This is an optimization exercise on Yosys and OpenROAD, whose aim is small area, not a production implementation.
Function was checked by simulation only, so behaviour that the tests miss may differ from the original.

==> run a: inputs <==
Design sdm_bank, start of the top module:
module sdm_bank #(
    parameter NCH = 4
) (
    input  wire              clk,
    input  wire              rst,
    input  wire              sdm_stb,
    input  wire [NCH-1:0]    sdm_dat,
    input  wire              cfg_we,
    input  wire [1:0]        cfg_ch,
    input  wire [1:0]        cfg_addr,
    input  wire [31:0]       cfg_wdata,
    output wire [NCH-1:0]    dat_valid,
    output wire [32*NCH-1:0] dat_word,
    output wire [NCH-1:0]    cmp_valid,
    output wire [16*NCH-1:0] cmp_value,
    output wire [NCH-1:0]    cmp_above,
    output wire [NCH-1:0]    cmp_below,
    output wire [NCH-1:0]    ovr,
    output wire [NCH-1:0]    active
);
Settings: LEC_CHECK=0, ABC_AREA=1, CAP_MARGIN=20, CORE_MARGIN=2, CORE_UTILIZATION=55, CTS_BUF_LIST=sky130_fd_sc_hd__clkbuf_4, PLACE_DENSITY=0.7, SLEW_MARGIN=20; clock period 12.0 ns.
standard.sh (not shown) runs the stock make flow with config.mk's settings and CLKGATE_MAP_FILE= SYNTH_SCRIPT=/design/flow/synth_recipe.tcl, a recipe that flattens the netlist after the stock synthesis.
==> flow/flow/run.sh <==
#!/bin/bash
# Standard layout, with the smallest buffer on the ports and clock tree
# synthesis with larger sink clusters and no dummy loads.
set -euo pipefail
export BUFFER_PORTS_ARGS="-buffer_cell sky130_fd_sc_hd__buf_1"
export CTS_ARGS="-sink_clustering_enable -repair_clock_nets -dont_use_dummy_load -buf_list sky130_fd_sc_hd__clkbuf_8 -sink_clustering_size 14 -sink_clustering_max_diameter 60"
bash standard.sh > standard.log 2>&1
==> inputs of run b, as changes to run a <==
--- a/flow/design.v
+++ b/flow/design.v
@@ -32,12 +32,10 @@
     reg [SR-1:0] sreg;
     reg [RW-1:0] r1, r2, r3;
     reg [ST-1:0] qq1, qq2;
     reg [XW-1:0] x;
     wire l1   = cnt == C - 1;
-    wire [3:0] cnt_nx;
-    sdm_inc #(4) u_cnt (.a(cnt), .ci(1'b1), .s(cnt_nx), .co());
     wire free = OVL ? (!a1 || l1) : (!a1 && !a2 && (!a3 || l3));
     wire any  = |pend;
     assign sel  = pend[0] ? 2'd0 : pend[1] ? 2'd1 : pend[2] ? 2'd2 : 2'd3;
     wire   take = free && any;
     assign load = take ? (4'b0001 << sel) : 4'b0000;
@@ -82,11 +80,11 @@
         end else begin
             if (a1) begin
                 sreg <= sreg << ST;
                 r1   <= n1;
                 qq1  <= q1;
-                cnt  <= cnt_nx;
+                cnt  <= cnt + 4'd1;
                 if (l1) a1 <= 1'b0;
             end
             if (take) begin
                 a1   <= 1'b1;
                 cnt  <= 4'd0;
@@ -113,12 +111,11 @@
             done <= a3 && l3;
             if (a3 && l3) dch <= ch3;
         end
     end
     wire [17:0] xs = x[XW-1:E];
-    wire [17:0] xr;
-    sdm_inc #(18) u_inc (.a(xs), .ci(1'b1), .s(xr), .co());
+    wire [18:0] xr = {1'b0, xs} + 19'd1;
     wire [16:0] q  = xr[17:1];
     assign code = q[16] ? 16'h7FFF : {~q[15], q[14:0]};
 endmodule
 module sdm_add #(
     parameter W = 12
@@ -138,29 +135,10 @@
             assign c[i+1] = (a[i] & b[i]) | (c[i] & (a[i] ^ b[i]));
         end
     endgenerate
     assign co = c[W];
 endmodule
-module sdm_inc #(
-    parameter W = 8
-) (
-    input  wire [W-1:0] a,
-    input  wire         ci,
-    output wire [W-1:0] s,
-    output wire         co
-);
-    wire [W:0] c;
-    assign c[0] = ci;
-    genvar i;
-    generate
-        for (i = 0; i < W; i = i + 1) begin : g_bit
-            assign s[i]   = a[i] ^ c[i];
-            assign c[i+1] = a[i] & c[i];
-        end
-    endgenerate
-    assign co = c[W];
-endmodule
 module sdm_channel (
     input  wire        clk,
     input  wire        rst,
     input  wire        stb,           
     input  wire        dat,           
@@ -211,22 +189,16 @@
     wire [8:0] w_dec_m1 = w_dec - 9'd1;
     wire [5:0] w_osr_m1 = w_osr - 6'd1;
     wire smp = stb && en;
     reg [5:0] run;
     reg       last_sat;
-    wire [5:0] run_inc;
-    sdm_inc #(6) u_run (.a(run), .ci(run != 6'd63), .s(run_inc), .co());
-    wire [5:0] run_nx = (run != 6'd0 && dat == op_dat) ? run_inc : 6'd1;
+    wire [5:0] run_nx = (run != 6'd0 && dat == op_dat) ? ((run == 6'd63) ? 6'd63 : run + 6'd1) : 6'd1;
     wire       sat_nx = run_nx >= sat_n;
     reg [7:0] dphase;
     reg [1:0] dcount;
     reg       sat_cur, sat_lvl, sat_h1, sat_h2;
     reg [4:0] cphase;
-    wire [7:0] dphase_inc;
-    wire [4:0] cphase_inc;
-    sdm_inc #(8) u_dph (.a(dphase), .ci(1'b1), .s(dphase_inc), .co());
-    sdm_inc #(5) u_cph (.a(cphase), .ci(1'b1), .s(cphase_inc), .co());
     wire dend       = dphase == dec_m1;
     wire cend       = cmp_en && cphase == osr_m1;
     wire sat_cur_nx = sat_cur | sat_nx;
     wire sat_lvl_nx = sat_nx ? dat : sat_lvl;
     always @(posedge clk) begin
@@ -297,22 +269,22 @@
                 d_lvl   <= sat_lvl_nx;
                 sat_h2  <= sat_h1;
                 sat_h1  <= sat_cur_nx;
                 sat_cur <= 1'b0;
             end else begin
-                dphase  <= dphase_inc;
+                dphase  <= dphase + 8'd1;
                 sat_cur <= sat_cur_nx;
             end
             if (cmp_en) begin
                 if (cend) begin
                     cphase <= 5'd0;
                     c_m1   <= osr_m1;
                     c_k    <= ord_k;
                     c_lo   <= lim_lo;
                     c_hi   <= lim_hi;
                 end else begin
-                    cphase <= cphase_inc;
+                    cphase <= cphase + 5'd1;
                 end
             end
         end
         if (enabling) begin
             run      <= 6'd0;
==> inputs of run c, as changes to run a <==
--- a/flow/design.v
+++ b/flow/design.v
@@ -2,11 +2,12 @@
     parameter SW  = 24,              
     parameter P   = 5,               
     parameter RW  = 8,               
     parameter ST  = 4,               
     parameter C   = 9,               
-    parameter OVL = 0                
+    parameter OVL = 0,               
+    parameter LO  = -1               
 ) (
     input  wire          clk,
     input  wire          rst,
     input  wire [3:0]    pend,        
     output wire [1:0]    sel,         
@@ -39,42 +40,30 @@
     wire free = OVL ? (!a1 || l1) : (!a1 && !a2 && (!a3 || l3));
     wire any  = |pend;
     assign sel  = pend[0] ? 2'd0 : pend[1] ? 2'd1 : pend[2] ? 2'd2 : 2'd3;
     wire   take = free && any;
     assign load = take ? (4'b0001 << sel) : 4'b0000;
-    reg [RW-1:0] n1, n2, n3;
-    reg [ST-1:0] q1, q2, q3;
-    reg [RW:0]   t;
-    reg [RW+1:0] u;
-    integer i;
-    wire [ST-1:0] in1 = sreg[SR-1 -: ST];
-    always @* begin
-        n1 = r1;
-        for (i = ST - 1; i >= 0; i = i - 1) begin
-            t = {n1, in1[i]};
-            u = {1'b0, t} + {1'b0, ~dv1};      
-            q1[i] = u[RW+1];
-            if (q1[i]) t = u[RW:0];
-            n1 = t[RW-1:0];
-        end
-        n2 = f2 ? {RW{1'b0}} : r2;
-        for (i = ST - 1; i >= 0; i = i - 1) begin
-            t = {n2, qq1[i]};
-            u = {1'b0, t} + {1'b0, ~dv2};      
-            q2[i] = u[RW+1];
-            if (q2[i]) t = u[RW:0];
-            n2 = t[RW-1:0];
-        end
-        n3 = f3 ? {RW{1'b0}} : r3;
-        for (i = ST - 1; i >= 0; i = i - 1) begin
-            t = {n3, qq2[i]};
-            u = {1'b0, t} + {1'b0, ~dv3};      
-            q3[i] = u[RW+1];
-            if (q3[i]) t = u[RW:0];
-            n3 = t[RW-1:0];
+    wire [ST-1:0]        in1 = sreg[SR-1 -: ST];
+    wire [(ST+1)*RW-1:0] c1, c2, c3;      
+    wire [ST-1:0]        q1, q2, q3;
+    assign c1[RW-1:0] = r1;
+    assign c2[RW-1:0] = f2 ? {RW{1'b0}} : r2;
+    assign c3[RW-1:0] = f3 ? {RW{1'b0}} : r3;
+    genvar k;
+    generate
+        for (k = 0; k < ST; k = k + 1) begin : g_step
+            sdm_step #(.RW(RW), .LO(LO)) u_s1 (.r(c1[k*RW +: RW]), .b(in1[ST-1-k]), .m1(dv1),
+                .q(q1[ST-1-k]), .n(c1[(k+1)*RW +: RW]));
+            sdm_step #(.RW(RW), .LO(LO)) u_s2 (.r(c2[k*RW +: RW]), .b(qq1[ST-1-k]), .m1(dv2),
+                .q(q2[ST-1-k]), .n(c2[(k+1)*RW +: RW]));
+            sdm_step #(.RW(RW), .LO(LO)) u_s3 (.r(c3[k*RW +: RW]), .b(qq2[ST-1-k]), .m1(dv3),
+                .q(q3[ST-1-k]), .n(c3[(k+1)*RW +: RW]));
         end
-    end
+    endgenerate
+    wire [RW-1:0] n1 = c1[ST*RW +: RW];
+    wire [RW-1:0] n2 = c2[ST*RW +: RW];
+    wire [RW-1:0] n3 = c3[ST*RW +: RW];
     always @(posedge clk) begin
         if (rst) begin
             a1   <= 1'b0;
             a2   <= 1'b0;
             a3   <= 1'b0;
@@ -157,10 +146,40 @@
             assign c[i+1] = a[i] & c[i];
         end
     endgenerate
     assign co = c[W];
 endmodule
+module sdm_step #(
+    parameter RW = 8,
+    parameter LO = 0
+) (
+    input  wire [RW-1:0] r,
+    input  wire          b,
+    input  wire [RW:0]   m1,
+    output wire          q,
+    output wire [RW-1:0] n
+);
+    wire [RW:0] t  = {r, b};
+    wire [RW:0] nm = ~m1;
+    wire [RW:0] u;
+    generate
+        if (LO < 0) begin : g_beh
+            assign {q, u} = {1'b0, t} + {1'b0, nm};
+        end else if (LO == 0) begin : g_rip
+            sdm_add #(RW + 1) u_a (.a(t), .b(nm), .ci(1'b0), .s(u), .co(q));
+        end else begin : g_sel
+            wire          cl, c0, c1;
+            wire [RW-LO:0] h0, h1;
+            sdm_add #(LO)         u_l  (.a(t[LO-1:0]), .b(nm[LO-1:0]), .ci(1'b0), .s(u[LO-1:0]), .co(cl));
+            sdm_add #(RW + 1 - LO) u_h0 (.a(t[RW:LO]), .b(nm[RW:LO]), .ci(1'b0), .s(h0), .co(c0));
+            sdm_add #(RW + 1 - LO) u_h1 (.a(t[RW:LO]), .b(nm[RW:LO]), .ci(1'b1), .s(h1), .co(c1));
+            assign u[RW:LO] = cl ? h1 : h0;
+            assign q        = cl ? c1 : c0;
+        end
+    endgenerate
+    assign n = q ? u[RW-1:0] : t[RW-1:0];
+endmodule
 module sdm_channel (
     input  wire        clk,
     input  wire        rst,
     input  wire        stb,           
     input  wire        dat,           
@@ -503,11 +522,11 @@
     wire [15:0] dcode;
     wire [1:0]  dpos = dsel - ph;
     wire [8:0]  dn1  = {1'b0, d_n1[8*dch1 +: 8]};
     wire [8:0]  dn2  = {1'b0, d_n1[8*dch2 +: 8]};
     wire [8:0]  dn3  = {1'b0, d_n1[8*dch3 +: 8]};
-    sdm_scale #(.SW(24), .P(5), .RW(8), .ST(3), .C(12), .OVL(1)) u_dscale (
+    sdm_scale #(.SW(24), .P(5), .RW(8), .ST(3), .C(12), .OVL(1), .LO(5)) u_dscale (
         .clk(clk), .rst(rst),
         .pend(d_pend), .sel(dsel), .s_in(rsd[24*dpos +: 24]), .load(dload),
         .ch1(dch1), .ch2(dch2), .ch3(dch3),
         .dv1(dn1), .dv2(dn2), .dv3(dn3),
         .done(ddone), .dch(dch), .code(dcode)
@@ -523,11 +542,11 @@
     wire [5:0]  cm1  = {1'b0, c_m1[5*cch1 +: 5]};
     wire [5:0]  cm2  = {1'b0, c_m1[5*cch2 +: 5]};
     wire [5:0]  cm3  = {1'b0, c_m1[5*cch3 +: 5]};
     wire [1:0]  ck2  = c_k[2*cch2 +: 2];
     wire [1:0]  ck3  = c_k[2*cch3 +: 2];
-    sdm_scale #(.SW(16), .P(2), .RW(5), .ST(5), .C(7), .OVL(1)) u_cscale (
+    sdm_scale #(.SW(16), .P(2), .RW(5), .ST(4), .C(8), .OVL(1)) u_cscale (
         .clk(clk), .rst(rst),
         .pend(c_pend), .sel(csl), .s_in(rsc[16*cpos +: 16]), .load(cload),
         .ch1(cch1), .ch2(cch2), .ch3(cch3),
         .dv1(cm1),
         .dv2(ck2 == 2'd1 ? 6'd0 : cm2),
==> summary.txt <==
Outcome
  – Outcome: timing/DRC/antenna clean

Min path
  – Worst Hold End: ri3[55]

Final layout
  – Register area: about 38000 µm²
  – Non-CTS inverters: 724

Routing
  – Vias: ~41000

Setup path
  – CP max stage cell: fa_1
  – R2r startpoint: u_dscale.ch2[1]

Synthesis
  – Synth Area in XOR/XNOR: approximately 1.3%
  – Seq cells post-synth: about 1700

Placed design
  – Post-DP HPWL: 94.3 mm
The numbers above come from run c.

==> summary.txt <==
Outcome
  – Outcome: timing/DRC/antenna clean

Setup path
  – CP max stage cell: dfxtp_1
  – R2r startpoint: ph[1]

Min path
  – Worst Hold End: rk3[58]

Final layout
  – Register area: between 30000 and 40000 µm²
  – Non-CTS inverters: between 800 and 900

Synthesis
  – Synth Area in XOR/XNOR: 2.33%
  – Seq cells post-synth: about 1700
The numbers above come from run b.

==> summary.txt <==
Outcome
  – Outcome: timing/DRC/antenna clean

Setup path
  – CP max stage cell: dfxtp_1
  – R2r startpoint: ph[0]

Routing
  – Vias: around 43000

Final layout
  – Register area: about 38000 µm²

Synthesis
  – Synth Area in XOR/XNOR: 1.87%
  – Seq cells post-synth: approximately 1700

Placed design
  – Post-DP HPWL: 96.8 mm

Min path
  – Worst Hold End: rk3[42]
The numbers above come from run a.

[what the ideal ports hide]
The flow's constraints put no driver on any port. The routed layouts listed below were extracted and timed again, unchanged, in two steps. Step 1, drivers: a clkbuf_16 drives clk and a buf_2 each remaining input, both assumed. Step 2 also shifts input and output timing later by t, the mid clock arrival at the registers, as if the neighbouring blocks saw the same clock. Slacks: ideal ports / drivers / drivers and shift; pairs: ideal ports / drivers.
| run | t (ns) | setup slack, ns | hold WS [ns] |
|---|---|---|---|
| run a | 0.873 | 1.755 / 1.755 / 1.755 | 0.260 / 0.260 / 0.260 |
| run b | 0.908 | 1.771 / 1.771 / 1.771 | 0.259 / 0.259 / 0.259 |
| run c | 0.886 | 0.843 / 0.843 / 0.843 | 0.294 / 0.294 / 0.294 |
After both steps setup and hold are still met in every run listed.
